Source: an optimization exercise on an open RTL-to-GDS flow (aim: small area, a short achievable clock period and few clock cycles). Production flows keep margins and buffers that such runs may drop. Only simulation tests tie the RTL to the original design; equivalence was not proved.

==> job 6860 <==
Design adeger_core, start of the top module:
module adeger_core (
    input  wire        clk,
    input  wire        rst,
    input  wire        run,
    input  wire [15:0] entry,
    output wire [1:0]  state,
    output wire [3:0]  fault_cause,
    output wire [15:0] fault_pc,
    output wire [31:0] fault_word,
    output wire        imem_en,
    output wire [9:0]  imem_addr,
    input  wire [31:0] imem_rdata,
    output wire        dmem_en,
    output wire        dmem_we,
    output wire [8:0]  dmem_addr,
    output wire [47:0] dmem_wdata,
    input  wire [47:0] dmem_rdata,
    output wire        evt_valid,
    output wire [13:0] evt_code
);
    localparam [2:0] C_NONE = 3'd0, C_OPCODE = 3'd1, C_FIELD = 3'd2,
                     C_REGISTER = 3'd3, C_READONLY = 3'd4, C_ADDRESS = 3'd5,
                     C_STACK = 3'd6, C_PC_RANGE = 3'd7;
    integer i;
    reg        running, faulted;
    reg [2:0]  fcause;
    reg [47:0] w [0:15];
    reg [15:0] one;          
    reg [15:0] a [0:3];
    reg [5:0]  fl;
    reg [10:0] lr;           
    reg [10:0] stk [0:7];    
    reg [3:0]  sp;           
    reg [15:0] f_pc;         
    reg        f_v;          
    reg        e_v;
    reg [15:0] e_pc;
    reg [31:0] e_ir;         
    reg        e_fault;      
    reg [2:0]  e_cause;
    reg [47:0] e_opa, e_opb;
    reg [3:0]  e_rd;
    reg        e_ldconf;     
    reg        e_a_ld, e_b_ld;   
    reg        e_imm_sx;
    reg        e_rs_sum, e_rs_and, e_rs_or, e_rs_xor, e_rs_sh, e_rs_ldsh, e_rs_b;
    reg        e_inv, e_cin, e_sh_left, e_sh_arith;
    reg        e_setfl, e_cmp_s, e_c_add, e_c_sub, e_c_sh, e_v_en;
    reg        e_we_w, e_we_a, e_we_fl;
    reg        e_ld, e_st, e_evt, e_halt, e_call, e_ret, e_loop;
    reg        e_taken;      
    reg        e_replay;     
    reg [15:0] e_tgt;        
    reg [8:0]  e_maddr;      
    reg        ldwb;
    reg [3:0]  ld_rd;
    assign state       = {running | faulted, faulted};
    assign fault_cause = {1'b0, fcause};
    assign fault_pc    = e_pc;
  ...
clock: 12.0 ns
lec_check: 0
cap_margin: 40
core_margin: 2
core_utilization: 40
place_density: 0.6
slew_margin: 30
standard.sh (not shown) runs the stock make flow with config.mk's settings and CLKGATE_MAP_FILE= SYNTH_SCRIPT=/design/flow/synth_recipe.tcl, a recipe that flattens the netlist after the stock synthesis.
==> flow/flow/run.sh <==
#!/bin/bash
# The standard layout with its constraints, with these changes to how it is
# made: no full/half-adder cell extraction in synthesis (ABC maps the
# adders), timing repair aims further below the clock period (setup margin),
# the resizer may swap a cell for one of another footprint, and the port
# buffers are buf_4 cells.
set -o pipefail
bash standard.sh SETUP_SLACK_MARGIN=7 MATCH_CELL_FOOTPRINT=0 ADDER_MAP_FILE= \
    'BUFFER_PORTS_ARGS=-buffer_cell sky130_fd_sc_hd__buf_4' finish > standard.log 2>&1
==> inputs of job 6167, as changes to job 6860 <==
==> flow/run.sh (new file) <==
#!/bin/bash
# synth_recipe.tcl (not shown) runs the flow's synth.tcl, then flattens the netlist and writes it again
# the make line also repeats each setting of config.mk as NAME=value (left out here)
make -C /OpenROAD-flow-scripts/flow DESIGN_CONFIG=/design/flow/config.mk WORK_HOME=/design/flow/orfs CLKGATE_MAP_FILE= SYNTH_SCRIPT=/design/flow/synth_recipe.tcl finish
--- a/flow/config.mk
+++ b/flow/config.mk
@@ -10,3 +10,4 @@
 export CORE_UTILIZATION = 40
 export PLACE_DENSITY = 0.6
+export SETUP_SLACK_MARGIN = 5
 export SLEW_MARGIN = 30
removed: flow/flow/run.sh
removed: flow/standard.sh
==> summary.txt <==
Global route
  • Met2 usage: approximately half
  • Initial antenna violation count: 14

Timing
  • Tcrit/Tclk final: 58.3%
  • Fin crit period: 7.00 ns

Synthesis
  • Top post-synthesis cells by count: edfxtp_1 (1103), nand2_1 (449), a22oi_1 (430)
  • Synth Area per Inst: 11.2 um^2

Finish
  • Fillcell total: 15400
  • Most frequent cells in the layout: edfxtp_1 (1103), nand2_1 (441), a22oi_1 (430)

Run status
  • Outcome: finished clean

Critical path
  • CP peak stage delay: 0.81 ns
  • Worst reg2reg path depth: 15

Placement
  • Setup WS pre-CTS: 4.18 ns
the above is filed under job 6167

==> summary.txt <==
Run status
  • Outcome: finished clean

Synthesis
  • Synth Area per Inst: 10.7 um^2

Timing
  • Tcrit/Tclk final: 46.2%
  • Fin crit period: 5.55 ns

Critical path
  • Worst reg2reg path depth: 18
  • CP peak stage delay: 0.34 ns

Global route
  • Initial antenna violation count: 25
  • Met2 usage: approximately 52%

Finish
  • Fillcell total: 15500
  • Most frequent cells in the layout: edfxtp_1 (1103), buf_4 (603), nand2_1 (519)
the above is filed under job 6860

Testbench counts of job 6860, summed over its fixed seeds: cycles 199,151.
Testbench counts of job 6167, summed over its fixed seeds: cycles 199,151.

afterwards: timing with drivers on the ports:
The flow's constraints put no driver on any port. The routed layouts listed below were extracted and timed again, unchanged, in two steps.
Step 1 sets driving cells, clkbuf_16 on the clock port and buf_2 on the other inputs (assumed; they add their load-dependent delay and slew).
Step 2 also shifts input and output timing later by t, the mid clock arrival at the registers, as if the neighbouring blocks saw the same clock.
Three values: ideal, step 1, step 2; two values: the first two.
run | shift t [ns] | setup slack, ns | worst data-port slew with drivers (ns) | cell pins on the clock port's net
job 6860 | 0.867 | 6.455 / 6.490 / 5.623 | 0.20 | 1
job 6167 | 0.850 | 5.000 / 5.065 / 4.215 | 0.13 | 1
After both steps setup and hold are still met in every run listed. The setup slack of job 6860, which loses most, moves by +0.035 ns with the drivers and by -0.832 ns with both steps.
